Source: an optimization exercise on an open RTL-to-GDS flow (aim: small area, a short achievable clock period and few clock cycles). Production flows keep margins and buffers that such runs may drop.
The RTL was checked by simulation tests, not by an equivalence proof against the original design.
No activity file was given, so power comes from the tool's default toggle rates.

==> design.v <==
module pair_median (
    input  wire               clk,
    input  wire               rst,         
    input  wire               in_valid,    
    input  wire               in_last,     
    input  wire [39:0]        in_tup,      
    input  wire [39:0]        in_tdn,      
    input  wire [4:0]         madk,        
    output reg                done,        
    output reg  [14:0]        keep,        
    output reg  [3:0]         nvalid,      
    output reg  signed [41:0] m2,          
    output reg         [42:0] mad4,        
    output reg  signed [41:0] dt_med2,     
    output reg         [40:0] tup_med2,    
    output reg         [40:0] tdn_med2     
);
    localparam [2:0] P_NONE = 3'd0,    
                     P_M2   = 3'd1,    
                     P_SRCH = 3'd2,    
                     P_MIN  = 3'd3,    
                     P_LIM  = 3'd4,    
                     P_EU   = 3'd5,    
                     P_EL   = 3'd6,    
                     P_MED  = 3'd7;    
    reg        loading;                
    reg        busy;                   
    reg        r_v, r_first, r_last;
    reg [39:0] r_up, r_dn;
    reg [4:0]  k_madk;
    wire take = in_valid && !busy;
    always @(posedge clk) begin
        r_up    <= in_tup;
        r_dn    <= in_tdn;
        r_last  <= in_last;
        r_first <= !loading;
        if (take && !loading)
            k_madk <= madk;
    end
    reg        [39:0] up   [0:14];
    reg        [39:0] dn   [0:14];
    reg signed [40:0] dt   [0:14];
    reg        [3:0]  rank [0:14];     
    reg        [14:0] mup  [0:14];     
    reg        [14:0] mdn  [0:14];
    reg        [14:0] member;
    reg        [3:0]  cnt;
    reg [2:0]  ps;
    wire        [3:0]  wslot   = r_first ? 4'd0 : cnt;
    wire        [14:0] mem_old = r_first ? 15'd0 : member;
    wire signed [40:0] dt_new  = $signed({1'b0, r_up}) - $signed({1'b0, r_dn});
    reg  signed [40:0] xu, xl;
    wire signed [40:0] x = (ps == P_EU) ? xu : (ps == P_EL) ? xl : dt_new;
    reg  [14:0] le, lu, ld;
    integer i, j;
    always @* begin
        for (i = 0; i < 15; i = i + 1) begin
            le[i] = dt[i] <= x;
            lu[i] = up[i] <= r_up;
            ld[i] = dn[i] <= r_dn;
        end
    end
    function [3:0] pop15(input [14:0] v);
        integer q;
        begin
            pop15 = 4'd0;
            for (q = 0; q < 15; q = q + 1)
                pop15 = pop15 + {3'd0, v[q]};
        end
    endfunction
    function bef(input [224:0] mflat, input integer xx, input integer yy);
        begin
            if (xx < yy) bef = mflat[yy * 15 + xx];
            else         bef = !mflat[xx * 15 + yy];
        end
    endfunction
    wire [224:0] mup_f, mdn_f;
    genvar g;
    generate
        for (g = 0; g < 15; g = g + 1) begin : gflat
            assign mup_f[g * 15 +: 15] = mup[g];
            assign mdn_f[g * 15 +: 15] = mdn[g];
        end
    endgenerate
    reg  [3:0] ia, ib;
    reg  signed [40:0] sa, sb;
    always @* begin
        sa = 41'sd0;
        sb = 41'sd0;
        for (i = 0; i < 15; i = i + 1) begin
            if (member[i] && rank[i] == ia) sa = sa | dt[i];
            if (member[i] && rank[i] == ib) sb = sb | dt[i];
        end
    end
    wire [3:0] r_lo = (cnt - 4'd1) >> 1;
    wire [3:0] r_hi = cnt >> 1;
    reg  [3:0]  lo, hi, dlt;
    reg         pass2;
    reg  [42:0] mad_a;
    reg  [42:0] c_l, c_r;
    reg         f_l;
    reg  [14:0] le_u;
    reg  [3:0]  pl, ph;
    reg  [14:0] s_ulo, s_uhi, s_dlo, s_dhi;
    wire [3:0] mid = (lo + hi) >> 1;
    wire       more = lo < hi;
    always @* begin
        case (ps)
            P_M2:    begin ia = r_lo; ib = r_hi; end
            P_SRCH:  if (more) begin ia = mid; ib = mid + dlt; end
                     else begin ia = lo - 4'd1; ib = lo + dlt; end
            default: begin ia = pl; ib = ph; end
        endcase
    end
    wire signed [43:0] gsum = sa + sb - m2;
    wire signed [43:0] dl   = m2 - (sa <<< 1);
    wire signed [43:0] dr   = (sb <<< 1) - m2;
    wire [42:0] mad_k = (f_l && c_l < c_r) ? c_l : c_r;
    wire [43:0] mad_s = pass2 ? mad_a + mad_k : {mad_k, 1'b0};
    wire        [47:0] lim  = k_madk * mad4;
    wire signed [49:0] m2x4 = {{6{m2[41]}}, m2, 2'b00};
    wire signed [49:0] yu   = m2x4 + $signed({2'b00, lim});
    wire signed [49:0] yl   = m2x4 + $signed(~{2'b00, lim});
    function signed [40:0] clamp(input signed [49:0] y);
        reg signed [46:0] s;
        begin
            s = y >>> 3;
            if (s > 47'sd1099511627775)        clamp = 41'sh0FFFFFFFFFF;
            else if (s < -47'sd1099511627776)  clamp = 41'sh10000000000;
            else                               clamp = s[40:0];
        end
    endfunction
    wire [14:0] le_l = le & member;
    wire [14:0] kp   = le_u & ~le_l;
    wire [3:0]  nv   = pop15(kp);
    wire [3:0]  lr   = pop15(le_l);
    wire [3:0]  t_lo = (nv - 4'd1) >> 1;
    wire [3:0]  t_hi = nv >> 1;
    reg  [14:0] ulo, uhi, dlo, dhi;
    reg  [14:0] vu, vd;
    reg  [3:0]  kru, krd;
    always @* begin
        for (i = 0; i < 15; i = i + 1) begin
            vu = 15'd0;
            vd = 15'd0;
            for (j = 0; j < 15; j = j + 1)
                if (j != i) begin
                    vu[j] = kp[j] & bef(mup_f, j, i);
                    vd[j] = kp[j] & bef(mdn_f, j, i);
                end
            kru = pop15(vu);
            krd = pop15(vd);
            ulo[i] = kp[i] && kru == t_lo;
            uhi[i] = kp[i] && kru == t_hi;
            dlo[i] = kp[i] && krd == t_lo;
            dhi[i] = kp[i] && krd == t_hi;
        end
    end
    reg [39:0] u_lo, u_hi, d_lo, d_hi;
    always @* begin
        u_lo = 40'd0; u_hi = 40'd0; d_lo = 40'd0; d_hi = 40'd0;
        for (i = 0; i < 15; i = i + 1) begin
            if (s_ulo[i]) u_lo = u_lo | up[i];
            if (s_uhi[i]) u_hi = u_hi | up[i];
            if (s_dlo[i]) d_lo = d_lo | dn[i];
            if (s_dhi[i]) d_hi = d_hi | dn[i];
        end
    end
    always @(posedge clk) begin
        if (rst) begin
            loading <= 1'b0;
            busy    <= 1'b0;
            r_v     <= 1'b0;
            ps      <= P_NONE;
            done    <= 1'b0;
        end else begin
            done <= 1'b0;
            r_v  <= take;
            if (take) begin
                loading <= !in_last;
                busy    <= in_last;
            end
            if (r_v) begin
                up[wslot] <= r_up;
                dn[wslot] <= r_dn;
                dt[wslot] <= dt_new;
                mup[wslot] <= lu;
                mdn[wslot] <= ld;
                for (i = 0; i < 15; i = i + 1)
                    if (mem_old[i] && !le[i])
                        rank[i] <= rank[i] + 4'd1;
                rank[wslot] <= pop15(le & mem_old);
                member <= mem_old | (15'd1 << wslot);
                cnt    <= wslot + 4'd1;
                if (r_last)
                    ps <= P_M2;
            end
            case (ps)
                P_M2: begin
                    m2    <= sa + sb;
                    lo    <= 4'd0;
                    hi    <= cnt - 4'd1 - r_lo;
                    dlt   <= r_lo;
                    pass2 <= 1'b0;
                    ps    <= P_SRCH;
                end
                P_SRCH: begin
                    if (more) begin
                        if (!gsum[43]) hi <= mid;
                        else           lo <= mid + 4'd1;
                    end else begin
                        c_l <= dl[42:0];
                        c_r <= dr[42:0];
                        f_l <= lo != 4'd0;
                        ps  <= P_MIN;
                    end
                end
                P_MIN: begin
                    if (!pass2 && !cnt[0]) begin
                        mad_a <= mad_k;
                        pass2 <= 1'b1;
                        lo    <= 4'd0;
                        hi    <= cnt - 4'd1 - r_hi;
                        dlt   <= r_hi;
                        ps    <= P_SRCH;
                    end else begin
                        mad4 <= (mad_s < 44'd4000) ? 43'd4000 : mad_s[42:0];
                        ps   <= P_LIM;
                    end
                end
                P_LIM: begin
                    xu <= clamp(yu);
                    xl <= clamp(yl);
                    ps <= P_EU;
                end
                P_EU: begin
                    le_u <= le & member;
                    ps   <= P_EL;
                end
                P_EL: begin
                    keep   <= kp;
                    nvalid <= nv;
                    pl     <= lr + t_lo;
                    ph     <= lr + t_hi;
                    s_ulo  <= ulo;
                    s_uhi  <= uhi;
                    s_dlo  <= dlo;
                    s_dhi  <= dhi;
                    ps     <= P_MED;
                end
                P_MED: begin
                    dt_med2  <= sa + sb;
                    tup_med2 <= u_lo + u_hi;
                    tdn_med2 <= d_lo + d_hi;
                    done     <= 1'b1;
                    busy     <= 1'b0;
                    ps       <= P_NONE;
                end
                default: ;
            endcase
        end
    end
endmodule
==> run.sh <==
#!/bin/bash
# synth_recipe.tcl (not shown) runs the flow's synth.tcl, then flattens the netlist and writes it again
# the make line also repeats each setting of config.mk as NAME=value (left out here)
make -C /OpenROAD-flow-scripts/flow DESIGN_CONFIG=/design/flow/config.mk WORK_HOME=/design/flow/orfs CLKGATE_MAP_FILE= SYNTH_SCRIPT=/design/flow/synth_recipe.tcl finish
==> config.mk <==
export PLATFORM = sky130hd
export DESIGN_NAME = pair_median
export DESIGN_NICKNAME = pair_median
export VERILOG_FILES = /design/flow/design.v
export SDC_FILE = /design/flow/constraint.sdc
export NUM_CORES = 4
export LEC_CHECK = 0
export CAP_MARGIN = 20
export CORE_MARGIN = 10
export CORE_UTILIZATION = 40
export SLEW_MARGIN = 20
==> constraint.sdc <==
create_clock -name core_clock -period 18.0 [get_ports {clk}]
set_input_delay 3.6000 -clock core_clock [delete_from_list [all_inputs] [get_ports {clk}]]
set_output_delay 3.6000 -clock core_clock [all_outputs]
set_load 0.01 [all_outputs]
==> impl_metrics.prom <==
# TYPE chip_impl_metric gauge
chip_impl_metric{name="crit_required",unit="ps"} 18730
chip_impl_metric{name="wire_length_of_the_first_global_routing_pass",unit="um"} 1190000
chip_impl_metric{name="setup-tns-final",unit="ps"} 0
chip_impl_metric{name="place.port_buffers",unit=""} 317
chip_impl_metric{name="max_freq",unit="MHz"} 69.5
chip_impl_metric{name="chipHeight",unit="um"} 708
chip_impl_metric{name="tritoncts_num_sinks",unit=""} 2732
chip_impl_info{name="synth_flop_cell",value="sky130_fd_sc_hd__edfxtp_1"} 1
chip_impl_metric{name="worstPathMaxFanout",unit=""} 31
chip_impl_metric{name="power_leakage",unit="nW"} 84.2
chip_impl_metric{name="post-route-drc-count",unit=""} 0
chip_impl_metric{name="clockBufferDepth",unit=""} 4
chip_impl_metric{name="setup_viol",unit=""} 0
chip_impl_metric{name="proportion_of_synthesized_chip_area_in_sequential_cells",unit=""} 0.428
chip_impl_metric{name="report.final.slew_viol_count",unit=""} 0
chip_impl_metric{name="first_pass_iters",unit=""} 13
chip_impl_info{name="root_buffer",value="sky130_fd_sc_hd__clkbuf_16"} 1
chip_impl_info{name="cts_tree",value="built"} 1
chip_impl_metric{name="tightestPinTransition",unit="ps"} 1340
chip_impl_metric{name="syn-num-nets",unit=""} 19900
chip_impl_metric{name="cts_resized",unit=""} 0
chip_impl_metric{name="post_synth_inst_count",unit=""} 17000
chip_impl_metric{name="detailedRoute.firstIterationViolations",unit=""} 27700
chip_impl_metric{name="arrival",unit="ps"} 15120
chip_impl_metric{name="finalWeightedCongestion",unit=""} 1.05
chip_impl_metric{name="estimated_wirelength_of_the_detail_placed_design",unit="um"} 615000
chip_impl_metric{name="num-nets-final",unit=""} 20400
chip_impl_metric{name="core.rowCount",unit=""} 252
chip_impl_metric{name="finish.instance_area",unit="mm2"} 0.213
chip_impl_metric{name="report.final.hold_viol_count",unit=""} 0
chip_impl_metric{name="ys_ff_latch",unit=""} 2732
chip_impl_metric{name="path_clk_slew",unit="ps"} 60
chip_impl_metric{name="drt-wirelength-per-cell",unit="um"} 36.3
chip_impl_metric{name="layout-drive-gt1-share",unit=""} 0.0693
chip_impl_metric{name="power-per-cell-area",unit="mW/mm2"} 96.0
chip_impl_metric{name="io-pin-count",unit=""} 318
chip_impl_metric{name="synth_warnings",unit=""} 1
chip_impl_info{name="outcome",value="no timing/DRC/antenna violations"} 1
chip_impl_metric{name="vias_per_cell",unit=""} 6.71
chip_impl_metric{name="core_area",unit="mm2"} 0.471
chip_impl_info{name="timing.hold.worst.class",value="reg -> reg"} 1
chip_impl_metric{name="synth.lib_cells_used.distinct",unit=""} 106
chip_impl_metric{name="syn-mean-instance-area",unit="um2"} 11.2
chip_impl_info{name="yosys-top-cells-area",value="sky130_fd_sc_hd__edfxtp_1, sky130_fd_sc_hd__ha_1, sky130_fd_sc_hd__fa_1"} 1
chip_impl_metric{name="crit_path_max_incr_delay",unit="ps"} 890
chip_impl_info{name="crit_path_start_kind",value="flip-flop"} 1
chip_impl_metric{name="antenna_left",unit=""} 0
chip_impl_metric{name="tritoncts.num_buffers",unit=""} 319
chip_impl_metric{name="maximum_number_of_pins_on_one_net_before_global_route_repair",unit=""} 98
chip_impl_metric{name="detailroute.via_count",unit=""} 161000
chip_impl_metric{name="layout_min_cycle_time",unit="ps"} 14390
chip_impl_info{name="synthDominantAreaCellType",value="sky130_fd_sc_hd__edfxtp_1"} 1
chip_impl_metric{name="synth_top_cell_area_share",unit=""} 0.419
chip_impl_metric{name="routed_wirelength",unit="um"} 871000
chip_impl_metric{name="flow.area_growth_from_synthesis",unit="%"} 12.3
chip_impl_metric{name="layout_worst_path_cycle_share",unit=""} 0.799
chip_impl_metric{name="dieWidth",unit="um"} 708
chip_impl_metric{name="slew_headroom",unit=""} 0.0954
chip_impl_metric{name="dpl_cell_area",unit="mm2"} 0.202
chip_impl_metric{name="initial_core_util",unit=""} 0.402
chip_impl_metric{name="cts_hold_buf",unit=""} 0
chip_impl_metric{name="htree_levels",unit=""} 5
chip_impl_info{name="netlist_top_cells_count",value="sky130_fd_sc_hd__edfxtp_1, sky130_fd_sc_hd__ha_1, sky130_fd_sc_hd__a21oi_1, sky130_fd_sc_hd__inv_1, sky130_fd_sc_hd__a22oi_1"} 1
chip_impl_metric{name="first_global_vias",unit=""} 153000
chip_impl_metric{name="synth-async-reset-ratio",unit=""} 0
chip_impl_metric{name="total_die_area",unit="mm2"} 0.501
chip_impl_metric{name="post_cts.repair.setup_buffers",unit=""} 0
chip_impl_metric{name="pre_cts_slack",unit="ps"} 4030
chip_impl_metric{name="clock_latency",unit="ps"} 1090
chip_impl_info{name="synth_most_common_cell",value="sky130_fd_sc_hd__edfxtp_1"} 1
chip_impl_info{name="critPathSlowestCell",value="sky130_fd_sc_hd__a21oi_1"} 1
chip_impl_metric{name="post_synth_instance_area",unit="mm2"} 0.189
chip_impl_metric{name="vdd.ir_drop.worst",unit="V"} 0.000260
chip_impl_metric{name="final.setup.worst_slack",unit="ps"} 3610
chip_impl_metric{name="synth_enable_flop_cells",unit=""} 2643
chip_impl_metric{name="global_route.overflow_total",unit=""} 0
chip_impl_info{name="rsz0062_at_grt",value="false"} 1
chip_impl_metric{name="grt.total_usage",unit=""} 0.331
chip_impl_metric{name="maxCapViolations",unit=""} 0
chip_impl_metric{name="clock-skew-final",unit="ps"} 105
chip_impl_metric{name="report.power.total",unit="mW"} 20.4
chip_impl_info{name="setup_crit_end_kind",value="flip-flop"} 1
chip_impl_metric{name="grt_antenna_before_repair",unit=""} 61
chip_impl_info{name="path_class",value="reg -> reg"} 1
[logic make-up after synthesis]
logic type	share of synthesized area
and+or+nand+nor	0.120
adders and majority gates	0.208
AOI/OAI and AO/OA	0.172
DFF	0.428
muxes	0.00318
xor gates and xnor gates	0.0338
buffers and inverters	0.0337
[worst max-delay path: cells and delay by family, from the launching register on]
family / cells / cell delay [ps]
compound gates: 21 / 6060
buf+inv: 10 / 2640
xor+xnor: 3 / 500
flops: 1 / 640
fa+ha+maj: 7 / 3180
simple gates: 6 / 1000
[layout make-up]
cell class / instances / area (um2)
Clock buffer: 396 / 8630
Antenna cell: 59 / 148
Multi-Input combinational cell: 12600 / 102000
Tap cell: 6223 / 7790
Timing Repair Buffer: 749 / 6560
Sequential cell: 2732 / 81200
Fill cell: 43400 / 259000
Inverter: 1040 / 3980
Clock inverter: 192 / 1980
[where the power goes]
part           switching (mW)  total [mW]  internal (mW)
clock network            2.91        6.79           3.88
logic                    4.01        6.37           2.36
registers              0.0642        7.25           7.18
[layer usage]
layer | global-route usage | vias to the layer above | part of all wire
li1 | - | 66400 | -
met1 | 0.419 | 78100 | 0.37
met2 | 0.476 | 12800 | 0.41
met3 | 0.124 | 3416 | 0.14
met4 | 0.206 | 30 | 0.079
met5 | 0.00245 | - | 0.00036
[registers in the layout (all words and copies together), names as in the netlist, 40 cells and up]
register and count:
tdn_med2 41, dn 600, r_up 40, dt_med2 42, up 600, tup_med2 41, r_dn 40, xl 41
mdn 105, rank 60, c_l 42, dt 615, m2 42, mad4 43, c_r 43, xu 41
mad_a 43, mup 105
[placed cells by master, fill, tap and decap left out, types with 48 or more instances in the layout]
| cell type | instances |
|---|---|
| sky130_fd_sc_hd__edfxtp_1 | 2643 |
| sky130_fd_sc_hd__ha_1 | 2390 |
| sky130_fd_sc_hd__a21oi_1 | 1039 |
| sky130_fd_sc_hd__inv_1 | 1026 |
| sky130_fd_sc_hd__a22oi_1 | 878 |
| sky130_fd_sc_hd__nand2_1 | 809 |
| sky130_fd_sc_hd__o21ai_0 | 726 |
| sky130_fd_sc_hd__nand4_1 | 632 |
| sky130_fd_sc_hd__nor2_1 | 548 |
| sky130_fd_sc_hd__fa_1 | 477 |
| sky130_fd_sc_hd__a21o_1 | 476 |
| sky130_fd_sc_hd__nand2b_1 | 469 |
| sky130_fd_sc_hd__buf_4 | 422 |
| sky130_fd_sc_hd__nor2b_1 | 412 |
| sky130_fd_sc_hd__xnor2_1 | 398 |
| sky130_fd_sc_hd__and3_1 | 359 |
| sky130_fd_sc_hd__clkbuf_16 | 327 |
| sky130_fd_sc_hd__xor2_1 | 317 |
| sky130_fd_sc_hd__clkdlybuf4s50_1 | 317 |
| sky130_fd_sc_hd__a221oi_1 | 290 |
| sky130_fd_sc_hd__a22o_1 | 268 |
| sky130_fd_sc_hd__a222oi_1 | 254 |
| sky130_fd_sc_hd__nand3_1 | 211 |
| sky130_fd_sc_hd__o21a_1 | 198 |
| sky130_fd_sc_hd__and2_1 | 177 |
| sky130_fd_sc_hd__nor3_1 | 144 |
| sky130_fd_sc_hd__nor4_1 | 97 |
| sky130_fd_sc_hd__or2_2 | 93 |
| sky130_fd_sc_hd__and4_1 | 89 |
| sky130_fd_sc_hd__dfxtp_1 | 83 |
| sky130_fd_sc_hd__diode_2 | 59 |
| sky130_fd_sc_hd__a211oi_1 | 56 |
| sky130_fd_sc_hd__o21bai_1 | 55 |
| sky130_fd_sc_hd__o31ai_1 | 52 |
| sky130_fd_sc_hd__clkbuf_1 | 50 |
| sky130_fd_sc_hd__clkinv_1 | 48 |
[stage by stage]
step	instances	hold WS, ps	util
floorplan	17000	367	-
global placement	23300	376	0.428
detailed placement	23300	375	0.428
CTS	23900	400	0.451
global route	23900	416	0.451
finish	24000	406	0.451
[final timing paths]
kind | start | to | slack, ps | depth (start not counted)
worst max-delay path | r_dn[1] | s_ulo[9] | 3610 | 47
worst min-delay path | loading | r_first | 410 | 1
worst max register to register | r_dn[1] | s_ulo[9] | 3610 | 47
worst min register to register | loading | r_first | 410 | 1
Testbench counts, summed over its fixed seeds: cycles 5,796.

[port drivers added, routing unchanged]
No port has a modelled driver above. Below, the same layout with a new extraction and two added sets of constraints. Step 1 sets driving cells, clkbuf_16 on the clock port and buf_2 on the other inputs (assumed; they add their load-dependent delay and slew). Step 2, shift: input delay + t, output delay - t, t = (earliest + latest rising clock arrival at the registers) / 2. This alone moves slack from input paths to output paths. Three values: ideal ports, drivers, drivers and shift; two values: the first two.
t, ns: 1.142
slack for setup (ns): 3.609 / 3.609 / 3.609
latest minus earliest clock arrival (ns): 0.108 / 0.107
slew at the worst register clock pin (ns): 0.07 / 0.07
worst data-port slew with drivers (ns): 0.22
After both steps this run still meets setup and hold. The setup slack of this run moves by 0.000 ns with the drivers and by 0.000 ns with both steps.
